Background: an optimization exercise with open tools, aiming at small area, a short achievable clock period and few clock cycles per item. Do not read the settings as production practice.
In this exercise RTL edits were held to simulation tests only and were not proved equivalent to the original.

==> flow/design.v <==
module aes_sbox (
    input  wire [7:0] a,
    output reg  [7:0] y
);
    always @(*) begin
        case (a)
            8'h00: y = 8'h63;
            8'h01: y = 8'h7c;
            8'h02: y = 8'h77;
            8'h03: y = 8'h7b;
            8'h04: y = 8'hf2;
            8'h05: y = 8'h6b;
            8'h06: y = 8'h6f;
            8'h07: y = 8'hc5;
            8'h08: y = 8'h30;
            8'h09: y = 8'h01;
            8'h0a: y = 8'h67;
            8'h0b: y = 8'h2b;
            8'h0c: y = 8'hfe;
            8'h0d: y = 8'hd7;
            8'h0e: y = 8'hab;
            8'h0f: y = 8'h76;
            8'h10: y = 8'hca;
            8'h11: y = 8'h82;
            8'h12: y = 8'hc9;
            8'h13: y = 8'h7d;
            8'h14: y = 8'hfa;
            8'h15: y = 8'h59;
            8'h16: y = 8'h47;
            8'h17: y = 8'hf0;
            8'h18: y = 8'had;
            8'h19: y = 8'hd4;
            8'h1a: y = 8'ha2;
            8'h1b: y = 8'haf;
            8'h1c: y = 8'h9c;
            8'h1d: y = 8'ha4;
            8'h1e: y = 8'h72;
            8'h1f: y = 8'hc0;
            8'h20: y = 8'hb7;
            8'h21: y = 8'hfd;
            8'h22: y = 8'h93;
            8'h23: y = 8'h26;
            8'h24: y = 8'h36;
            8'h25: y = 8'h3f;
            8'h26: y = 8'hf7;
            8'h27: y = 8'hcc;
            8'h28: y = 8'h34;
            8'h29: y = 8'ha5;
            8'h2a: y = 8'he5;
            8'h2b: y = 8'hf1;
            8'h2c: y = 8'h71;
            8'h2d: y = 8'hd8;
            8'h2e: y = 8'h31;
            8'h2f: y = 8'h15;
            8'h30: y = 8'h04;
            8'h31: y = 8'hc7;
            8'h32: y = 8'h23;
            8'h33: y = 8'hc3;
            8'h34: y = 8'h18;
            8'h35: y = 8'h96;
            8'h36: y = 8'h05;
            8'h37: y = 8'h9a;
            8'h38: y = 8'h07;
            8'h39: y = 8'h12;
            8'h3a: y = 8'h80;
            8'h3b: y = 8'he2;
            8'h3c: y = 8'heb;
            8'h3d: y = 8'h27;
            8'h3e: y = 8'hb2;
            8'h3f: y = 8'h75;
            8'h40: y = 8'h09;
            8'h41: y = 8'h83;
            8'h42: y = 8'h2c;
            8'h43: y = 8'h1a;
            8'h44: y = 8'h1b;
            8'h45: y = 8'h6e;
            8'h46: y = 8'h5a;
            8'h47: y = 8'ha0;
            8'h48: y = 8'h52;
            8'h49: y = 8'h3b;
            8'h4a: y = 8'hd6;
            8'h4b: y = 8'hb3;
            8'h4c: y = 8'h29;
            8'h4d: y = 8'he3;
            8'h4e: y = 8'h2f;
            8'h4f: y = 8'h84;
            8'h50: y = 8'h53;
            8'h51: y = 8'hd1;
            8'h52: y = 8'h00;
            8'h53: y = 8'hed;
            8'h54: y = 8'h20;
            8'h55: y = 8'hfc;
            8'h56: y = 8'hb1;
            8'h57: y = 8'h5b;
            8'h58: y = 8'h6a;
            8'h59: y = 8'hcb;
            8'h5a: y = 8'hbe;
            8'h5b: y = 8'h39;
            8'h5c: y = 8'h4a;
            8'h5d: y = 8'h4c;
            8'h5e: y = 8'h58;
            8'h5f: y = 8'hcf;
            8'h60: y = 8'hd0;
            8'h61: y = 8'hef;
            8'h62: y = 8'haa;
            8'h63: y = 8'hfb;
            8'h64: y = 8'h43;
            8'h65: y = 8'h4d;
            8'h66: y = 8'h33;
            8'h67: y = 8'h85;
            8'h68: y = 8'h45;
            8'h69: y = 8'hf9;
            8'h6a: y = 8'h02;
            8'h6b: y = 8'h7f;
            8'h6c: y = 8'h50;
            8'h6d: y = 8'h3c;
            8'h6e: y = 8'h9f;
            8'h6f: y = 8'ha8;
            8'h70: y = 8'h51;
            8'h71: y = 8'ha3;
            8'h72: y = 8'h40;
            8'h73: y = 8'h8f;
            8'h74: y = 8'h92;
            8'h75: y = 8'h9d;
            8'h76: y = 8'h38;
            8'h77: y = 8'hf5;
            8'h78: y = 8'hbc;
            8'h79: y = 8'hb6;
            8'h7a: y = 8'hda;
            8'h7b: y = 8'h21;
            8'h7c: y = 8'h10;
            8'h7d: y = 8'hff;
            8'h7e: y = 8'hf3;
            8'h7f: y = 8'hd2;
            8'h80: y = 8'hcd;
            8'h81: y = 8'h0c;
            8'h82: y = 8'h13;
            8'h83: y = 8'hec;
            8'h84: y = 8'h5f;
            8'h85: y = 8'h97;
            8'h86: y = 8'h44;
            8'h87: y = 8'h17;
            8'h88: y = 8'hc4;
            8'h89: y = 8'ha7;
            8'h8a: y = 8'h7e;
            8'h8b: y = 8'h3d;
            8'h8c: y = 8'h64;
            8'h8d: y = 8'h5d;
            8'h8e: y = 8'h19;
            8'h8f: y = 8'h73;
            8'h90: y = 8'h60;
            8'h91: y = 8'h81;
            8'h92: y = 8'h4f;
            8'h93: y = 8'hdc;
            8'h94: y = 8'h22;
            8'h95: y = 8'h2a;
            8'h96: y = 8'h90;
            8'h97: y = 8'h88;
            8'h98: y = 8'h46;
            8'h99: y = 8'hee;
            8'h9a: y = 8'hb8;
            8'h9b: y = 8'h14;
            8'h9c: y = 8'hde;
            8'h9d: y = 8'h5e;
            8'h9e: y = 8'h0b;
            8'h9f: y = 8'hdb;
            8'ha0: y = 8'he0;
            8'ha1: y = 8'h32;
            8'ha2: y = 8'h3a;
            8'ha3: y = 8'h0a;
            8'ha4: y = 8'h49;
            8'ha5: y = 8'h06;
            8'ha6: y = 8'h24;
            8'ha7: y = 8'h5c;
            8'ha8: y = 8'hc2;
            8'ha9: y = 8'hd3;
            8'haa: y = 8'hac;
            8'hab: y = 8'h62;
            8'hac: y = 8'h91;
            8'had: y = 8'h95;
            8'hae: y = 8'he4;
            8'haf: y = 8'h79;
            8'hb0: y = 8'he7;
            8'hb1: y = 8'hc8;
            8'hb2: y = 8'h37;
            8'hb3: y = 8'h6d;
            8'hb4: y = 8'h8d;
            8'hb5: y = 8'hd5;
            8'hb6: y = 8'h4e;
            8'hb7: y = 8'ha9;
            8'hb8: y = 8'h6c;
            8'hb9: y = 8'h56;
            8'hba: y = 8'hf4;
            8'hbb: y = 8'hea;
            8'hbc: y = 8'h65;
            8'hbd: y = 8'h7a;
            8'hbe: y = 8'hae;
            8'hbf: y = 8'h08;
            8'hc0: y = 8'hba;
            8'hc1: y = 8'h78;
            8'hc2: y = 8'h25;
            8'hc3: y = 8'h2e;
            8'hc4: y = 8'h1c;
            8'hc5: y = 8'ha6;
            8'hc6: y = 8'hb4;
            8'hc7: y = 8'hc6;
            8'hc8: y = 8'he8;
            8'hc9: y = 8'hdd;
            8'hca: y = 8'h74;
            8'hcb: y = 8'h1f;
            8'hcc: y = 8'h4b;
            8'hcd: y = 8'hbd;
            8'hce: y = 8'h8b;
            8'hcf: y = 8'h8a;
            8'hd0: y = 8'h70;
            8'hd1: y = 8'h3e;
            8'hd2: y = 8'hb5;
            8'hd3: y = 8'h66;
            8'hd4: y = 8'h48;
            8'hd5: y = 8'h03;
            8'hd6: y = 8'hf6;
            8'hd7: y = 8'h0e;
            8'hd8: y = 8'h61;
            8'hd9: y = 8'h35;
            8'hda: y = 8'h57;
            8'hdb: y = 8'hb9;
            8'hdc: y = 8'h86;
            8'hdd: y = 8'hc1;
            8'hde: y = 8'h1d;
            8'hdf: y = 8'h9e;
            8'he0: y = 8'he1;
            8'he1: y = 8'hf8;
            8'he2: y = 8'h98;
            8'he3: y = 8'h11;
            8'he4: y = 8'h69;
            8'he5: y = 8'hd9;
            8'he6: y = 8'h8e;
            8'he7: y = 8'h94;
            8'he8: y = 8'h9b;
            8'he9: y = 8'h1e;
            8'hea: y = 8'h87;
            8'heb: y = 8'he9;
            8'hec: y = 8'hce;
            8'hed: y = 8'h55;
            8'hee: y = 8'h28;
            8'hef: y = 8'hdf;
            8'hf0: y = 8'h8c;
            8'hf1: y = 8'ha1;
            8'hf2: y = 8'h89;
            8'hf3: y = 8'h0d;
            8'hf4: y = 8'hbf;
            8'hf5: y = 8'he6;
            8'hf6: y = 8'h42;
            8'hf7: y = 8'h68;
            8'hf8: y = 8'h41;
            8'hf9: y = 8'h99;
            8'hfa: y = 8'h2d;
            8'hfb: y = 8'h0f;
            8'hfc: y = 8'hb0;
            8'hfd: y = 8'h54;
            8'hfe: y = 8'hbb;
            8'hff: y = 8'h16;
            default: y = 8'h00;
        endcase
    end
endmodule
module aes_round (
    input  wire [127:0] st,
    input  wire [127:0] rk,
    input  wire         last,
    output wire [127:0] y
);
    wire [127:0] sb;
    genvar i;
    generate
        for (i = 0; i < 16; i = i + 1) begin : g_sbox
            aes_sbox u_sbox (.a(st[127-8*i -: 8]), .y(sb[127-8*i -: 8]));
        end
    endgenerate
    wire [127:0] sr;
    generate
        for (i = 0; i < 16; i = i + 1) begin : g_shift
            assign sr[127-8*i -: 8] = sb[127-8*(((i / 4 + i % 4) % 4) * 4 + i % 4) -: 8];
        end
    endgenerate
    function [7:0] xt(input [7:0] b);
        xt = {b[6:0], 1'b0} ^ (b[7] ? 8'h1b : 8'h00);
    endfunction
    function [31:0] mixcol(input [31:0] c);
        reg [7:0] a0, a1, a2, a3;
        begin
            a0 = c[31:24]; a1 = c[23:16]; a2 = c[15:8]; a3 = c[7:0];
            mixcol = {xt(a0) ^ xt(a1) ^ a1 ^ a2 ^ a3,
                      a0 ^ xt(a1) ^ xt(a2) ^ a2 ^ a3,
                      a0 ^ a1 ^ xt(a2) ^ xt(a3) ^ a3,
                      xt(a0) ^ a0 ^ a1 ^ a2 ^ xt(a3)};
        end
    endfunction
    wire [127:0] mc = {mixcol(sr[127:96]), mixcol(sr[95:64]), mixcol(sr[63:32]), mixcol(sr[31:0])};
    assign y = (last ? sr : mc) ^ rk;
endmodule
module key_cmac (
    input  wire         clk,
    input  wire         rst,
    input  wire         start,
    output wire         ready,
    output reg          done,
    input  wire [255:0] key,      
    input  wire [511:0] data,     
    input  wire [6:0]   len,      
    output wire [127:0] mac       
);
    reg [255:0] key_be;
    integer b;
    always @(*) begin
        for (b = 0; b < 32; b = b + 1)
            key_be[255 - 8*b -: 8] = key[8*b +: 8];
    end
    reg         busy;
    reg [3:0]   rnd;       
    reg [2:0]   blk;       
    reg [127:0] st;        
    reg [255:0] win;       
    reg [127:0] lkey;      
    reg [127:0] x;         
    assign ready = !busy;
    genvar i;
    generate
        for (i = 0; i < 16; i = i + 1) begin : g_mac
            assign mac[8*i +: 8] = x[127 - 8*i -: 8];
        end
    endgenerate
    wire [127:0] k1 = {lkey[126:0], 1'b0} ^ (lkey[127] ? 128'h87 : 128'h0);
    wire [127:0] k2 = {k1[126:0], 1'b0} ^ (k1[127] ? 128'h87 : 128'h0);
    wire [2:0] nblk  = len[6:4] + (len[3:0] != 4'd0);    
    wire [1:0] bi    = blk[1:0] - 2'd1;                   
    wire       lastb = (blk == nblk);
    wire       full  = (len[3:0] == 4'd0);
    wire [4:0] rem   = full ? 5'd16 : {1'b0, len[3:0]};   
    reg [127:0] mblk;
    integer p;
    always @(*) begin
        for (p = 0; p < 16; p = p + 1) begin
            if (!lastb || p < rem)
                mblk[127 - 8*p -: 8] = data[8*(16*bi + p) +: 8];
            else if (p == rem)
                mblk[127 - 8*p -: 8] = 8'h80;
            else
                mblk[127 - 8*p -: 8] = 8'h00;
        end
        if (lastb)
            mblk = mblk ^ (full ? k1 : k2);
    end
    wire [127:0] ain = (blk == 3'd0) ? 128'd0 : (x ^ mblk);
    wire [31:0] wlast = win[31:0];
    wire [31:0] wrot  = (rnd[0]) ? {wlast[23:0], wlast[31:24]} : wlast;
    wire [31:0] wsub;
    aes_sbox u_ks0 (.a(wrot[31:24]), .y(wsub[31:24]));
    aes_sbox u_ks1 (.a(wrot[23:16]), .y(wsub[23:16]));
    aes_sbox u_ks2 (.a(wrot[15:8]),  .y(wsub[15:8]));
    aes_sbox u_ks3 (.a(wrot[7:0]),   .y(wsub[7:0]));
    reg [7:0] rcon;
    always @(*) begin
        case (rnd)
            4'd1:    rcon = 8'h01;
            4'd3:    rcon = 8'h02;
            4'd5:    rcon = 8'h04;
            4'd7:    rcon = 8'h08;
            4'd9:    rcon = 8'h10;
            4'd11:   rcon = 8'h20;
            4'd13:   rcon = 8'h40;
            default: rcon = 8'h00;
        endcase
    end
    wire [31:0] nw0 = win[255:224] ^ wsub ^ {rcon, 24'd0};
    wire [31:0] nw1 = win[223:192] ^ nw0;
    wire [31:0] nw2 = win[191:160] ^ nw1;
    wire [31:0] nw3 = win[159:128] ^ nw2;
    wire [127:0] rout;
    aes_round u_round (.st(st), .rk(win[127:0]), .last(rnd == 4'd14), .y(rout));
    always @(posedge clk) begin
        if (rst) begin
            busy <= 1'b0;
            done <= 1'b0;
            x    <= 128'd0;
        end else begin
            done <= 1'b0;
            if (!busy) begin
                if (start) begin
                    busy <= 1'b1;
                    blk  <= 3'd0;
                    rnd  <= 4'd0;
                    x    <= 128'd0;
                end
            end else if (rnd == 4'd0) begin
                st  <= ain ^ key_be[255:128];
                win <= key_be;
                rnd <= 4'd1;
            end else begin
                st  <= rout;
                win <= {win[127:0], nw0, nw1, nw2, nw3};
                if (rnd == 4'd14) begin
                    rnd <= 4'd0;
                    if (blk == 3'd0)
                        lkey <= rout;
                    else
                        x <= rout;
                    if (blk == nblk) begin
                        busy <= 1'b0;
                        done <= 1'b1;
                    end
                    blk <= blk + 3'd1;
                end else begin
                    rnd <= rnd + 4'd1;
                end
            end
        end
    end
endmodule
==> flow/run.sh <==
#!/bin/bash
# synth_recipe.tcl (not shown) runs the flow's synth.tcl, then flattens the netlist and writes it again
# the make line also repeats each setting of config.mk as NAME=value (left out here)
make -C /OpenROAD-flow-scripts/flow DESIGN_CONFIG=/design/flow/config.mk WORK_HOME=/design/flow/orfs CLKGATE_MAP_FILE= SYNTH_SCRIPT=/design/flow/synth_recipe.tcl finish
==> flow/config.mk <==
export PLATFORM = sky130hd
export DESIGN_NAME = key_cmac
export DESIGN_NICKNAME = key_cmac
export VERILOG_FILES = /design/flow/design.v
export SDC_FILE = /design/flow/constraint.sdc
export NUM_CORES = 8
export LEC_CHECK = 0
export CAP_MARGIN = 20
export CORE_MARGIN = 2
export CORE_UTILIZATION = 25
export SLEW_MARGIN = 20
==> flow/constraint.sdc <==
create_clock -name core_clock -period 10.0 [get_ports {clk}]
set_input_delay 2.0000 -clock core_clock [delete_from_list [all_inputs] [get_ports {clk}]]
set_output_delay 2.0000 -clock core_clock [all_outputs]
set_load 0.01 [all_outputs]
==> results.json <==
{
  "yosysWarningCount": 3,
  "hpwl_microns": 688000,
  "hp-class": "reg -> reg",
  "grt_max_degree": 147,
  "worst_pin_slew_ns": 1.368,
  "overflow": 0,
  "rows": 249,
  "synthTopCellsByArea": "edfxtp_1, nand2_1, o21ai_0",
  "cts.reportedPaths.clkPinSlew_ns": 0.06,
  "design_area_sq_mm": 0.1345,
  "routed_wl_microns": 906900,
  "gp_congestion": 1.049,
  "final_layout_size_suffix_gt1_frac": 0.08725,
  "root_buffer": "clkbuf_16",
  "drt_pass1_iterations": 9,
  "finClkSkew_ns": 0.09087,
  "dieArea_sq_mm": 0.4656,
  "htree_levels": 3,
  "grt_pass1_vias": 135227,
  "io_pins": 908,
  "synth_seq_cells": 777,
  "ys_seq_area_frac": 0.1804,
  "fin_ws_ns": 1.770,
  "synthFlopType": "edfxtp_1",
  "yosys.area.top_type": "edfxtp_1",
  "slew_headroom": 0.06197,
  "rsz0062_at_grt": "false",
  "synthArstFlopShare": 0,
  "critPathCaptureType": "flip-flop",
  "clock_sinks": 777,
  "final_common_cell": "nand2_1",
  "area_growth_pct": 16.90,
  "die_y_microns": 682.4,
  "start_kind": "input port",
  "layout_common_cells": "nand2_1, o21ai_0, nor2_1",
  "finalCritPeriodShare": 0.8230,
  "crit_fanout": 37,
  "numPortBuffers": 907,
  "clockBufferDepth": 4,
  "final.setup.tns_ns": 0,
  "syn-num-nets": 16936,
  "synth_cell_types": 126,
  "cts_buffers": 114,
  "period_minus_slack_ns": 8.230,
  "n_fill_cell": 50277,
  "via_per_inst": 6.752,
  "dieWidth_microns": 682.4,
  "clk_latency_ns": 0.96,
  "wl_per_cell_microns": 40.61,
  "arrival_ns": 9.02,
  "cts_resized": 0,
  "antenna_found_initial": 164,
  "placement.cell_area_sq_mm": 0.1305,
  "antenna_left": 0,
  "critical_path_required_ns": 10.79,
  "syn-cell-area_sq_mm": 0.1150,
  "final_nets": 16956,
  "synth_edf_count": 519,
  "drc": 0,
  "dp_slack_ns": 1.098,
  "synth_top_cell_area_share": 0.1355,
  "grt_first_pass_wirelength_microns": 1210000,
  "core-area_sq_mm": 0.4592,
  "setup_violations": 0,
  "track_usage": 0.3672,
  "run_status": "complete, no violations",
  "postCtsHoldBufs": 0,
  "hold_viol": 0,
  "synth_cells": 15946,
  "dr.first_iter.drc_count": 26363,
  "start_util": 0.2505,
  "max_freq_mhz": 121.5,
  "crit_type": "in -> reg",
  "post-cts-setup-buffers": 0,
  "cts_tree": "yes",
  "syn_area_per_cell_sq_um": 7.215,
  "cap_violations": 0,
  "vias": 150775,
  "maxSlewViolCount": 0
}
routing by layer:
layer / part of all wire / global-route usage / vias to the layer above
met5: 0.00068 / 0.003541 / -
met3: 0.13 / 0.1205 / 2531
li1: - / - / 61411
met2: 0.40 / 0.5201 / 12610
met1: 0.37 / 0.4539 / 74127
met4: 0.098 / 0.2898 / 96
kinds of logic after synthesis:
group	synth area share
buffers and inverters	0.07238
DFF	0.1804
xor gates and xnor gates	0.07623
AOI/OAI and AO/OA	0.3634
and+or+nand+nor	0.2253
adders and majority gates	0.02306
muxes	0.05929
metrics by stage:
step | instances | hold slack (ns) | utilization
floorplan | 15946 | 0.4838 | -
detailed placement | 21999 | 0.5310 | 0.2841
global route | 22270 | 0.5785 | 0.2926
global placement | 21996 | 0.5207 | 0.2840
CTS | 22207 | 0.5467 | 0.2922
finish | 22329 | 0.5502 | 0.2929
worst paths after layout:
path	startpoint	end	slack, ns	cells after the start
worst max-delay path	len[2]	u_round.g_sbox[12].u_sbox.y[7]	1.77	21
worst min-delay path	x[78]	x[78]	0.55	2
worst max register to register	blk[0]	u_round.g_sbox[8].u_sbox.y[7]	2.06	14
worst min register to register	x[78]	x[78]	0.55	2
synth_stat cells (all sizes together) (277+ instances only):
| library cell | n |
|---|---|
| a31oi | 335 |
| nor3 | 589 |
| clkbuf | 918 |
| o21ai | 1452 |
| nand2 | 2058 |
| a21oi | 1169 |
| o311ai | 277 |
| edfxtp | 519 |
| o211ai | 376 |
| nand3 | 583 |
| mux2i | 278 |
| a211oi | 329 |
| xnor2 | 436 |
| nor2 | 1435 |
| buf | 775 |
worst max-delay path: stages:
cell	delay, ns
buf_2	0.12
nor4_4	0.78
inv_6	0.08
ha_1	0.22
ha_1	0.23
xnor3_2	0.42
nand3_4	0.28
buf_12	0.28
buf_4	0.31
or3_1	0.40
a211o_1	0.35
nand3_1	0.08
and3_2	0.60
clkinv_1	0.74
buf_4	0.50
nand2_1	0.32
o221ai_1	0.17
nand3b_1	0.13
o21ai_0	0.27
o41ai_1	0.45
nand2_1	0.12
flip-flops by register name, indices dropped and copies added (netlist names):
| name | flops |
|---|---|
| st | 128 |
| blk | 3 |
| u_round.g_sbox.u_sbox.y | 128 |
| done | 1 |
| rnd | 4 |
| x | 128 |
| busy | 1 |
| lkey | 128 |
| win | 256 |
area by class of cell:
cell class / instances / area, sq um / area share
clock buffers: 157 / 3167 / 0.02355
repair buffers: 1597 / 14780 / 0.1099
clock inverters: 51 / 548.0 / 0.004075
flip-flops and latches: 777 / 20750 / 0.1543
inverters: 176 / 675.6 / 0.005023
multi-input cells: 13300 / 86580 / 0.6437
well taps: 6149 / 7694 / 0.05720
diodes: 122 / 305.3 / 0.002270
Testbench counts, summed over its fixed seeds: cycles 20,927, items 384.

port drivers added, routing unchanged:
In the flow no input, the clock included, has a driving cell. The finished layout below was timed again as built, in two steps. Step 1 (the two cells are an assumption about what drives the block):
set clk [get_ports {clk}]
set_driving_cell -lib_cell sky130_fd_sc_hd__clkbuf_16 $clk
set_driving_cell -lib_cell sky130_fd_sc_hd__buf_2 [delete_from_list [all_inputs] $clk]
Step 2 adds t to the input delays and takes it off the output delays; t is the mean of the earliest and latest rising clock arrival at the registers after step 1. Input paths then give back, and output paths get back, about the clock's delay inside the block. Three values: no drivers, after step 1, after step 2; two values: the first two.
shift t [ns]: 1.025
setup WS [ns]: 1.770 / 1.854 / 0.829
slew at the worst register clock pin (ns): 0.07 / 0.07
worst slew at a driven data input, ns: 0.36
cell pins on the clock port's net: 1
After both steps this run still meets setup and hold. The setup slack of this run moves by +0.084 ns with the drivers and by -0.941 ns with both steps.
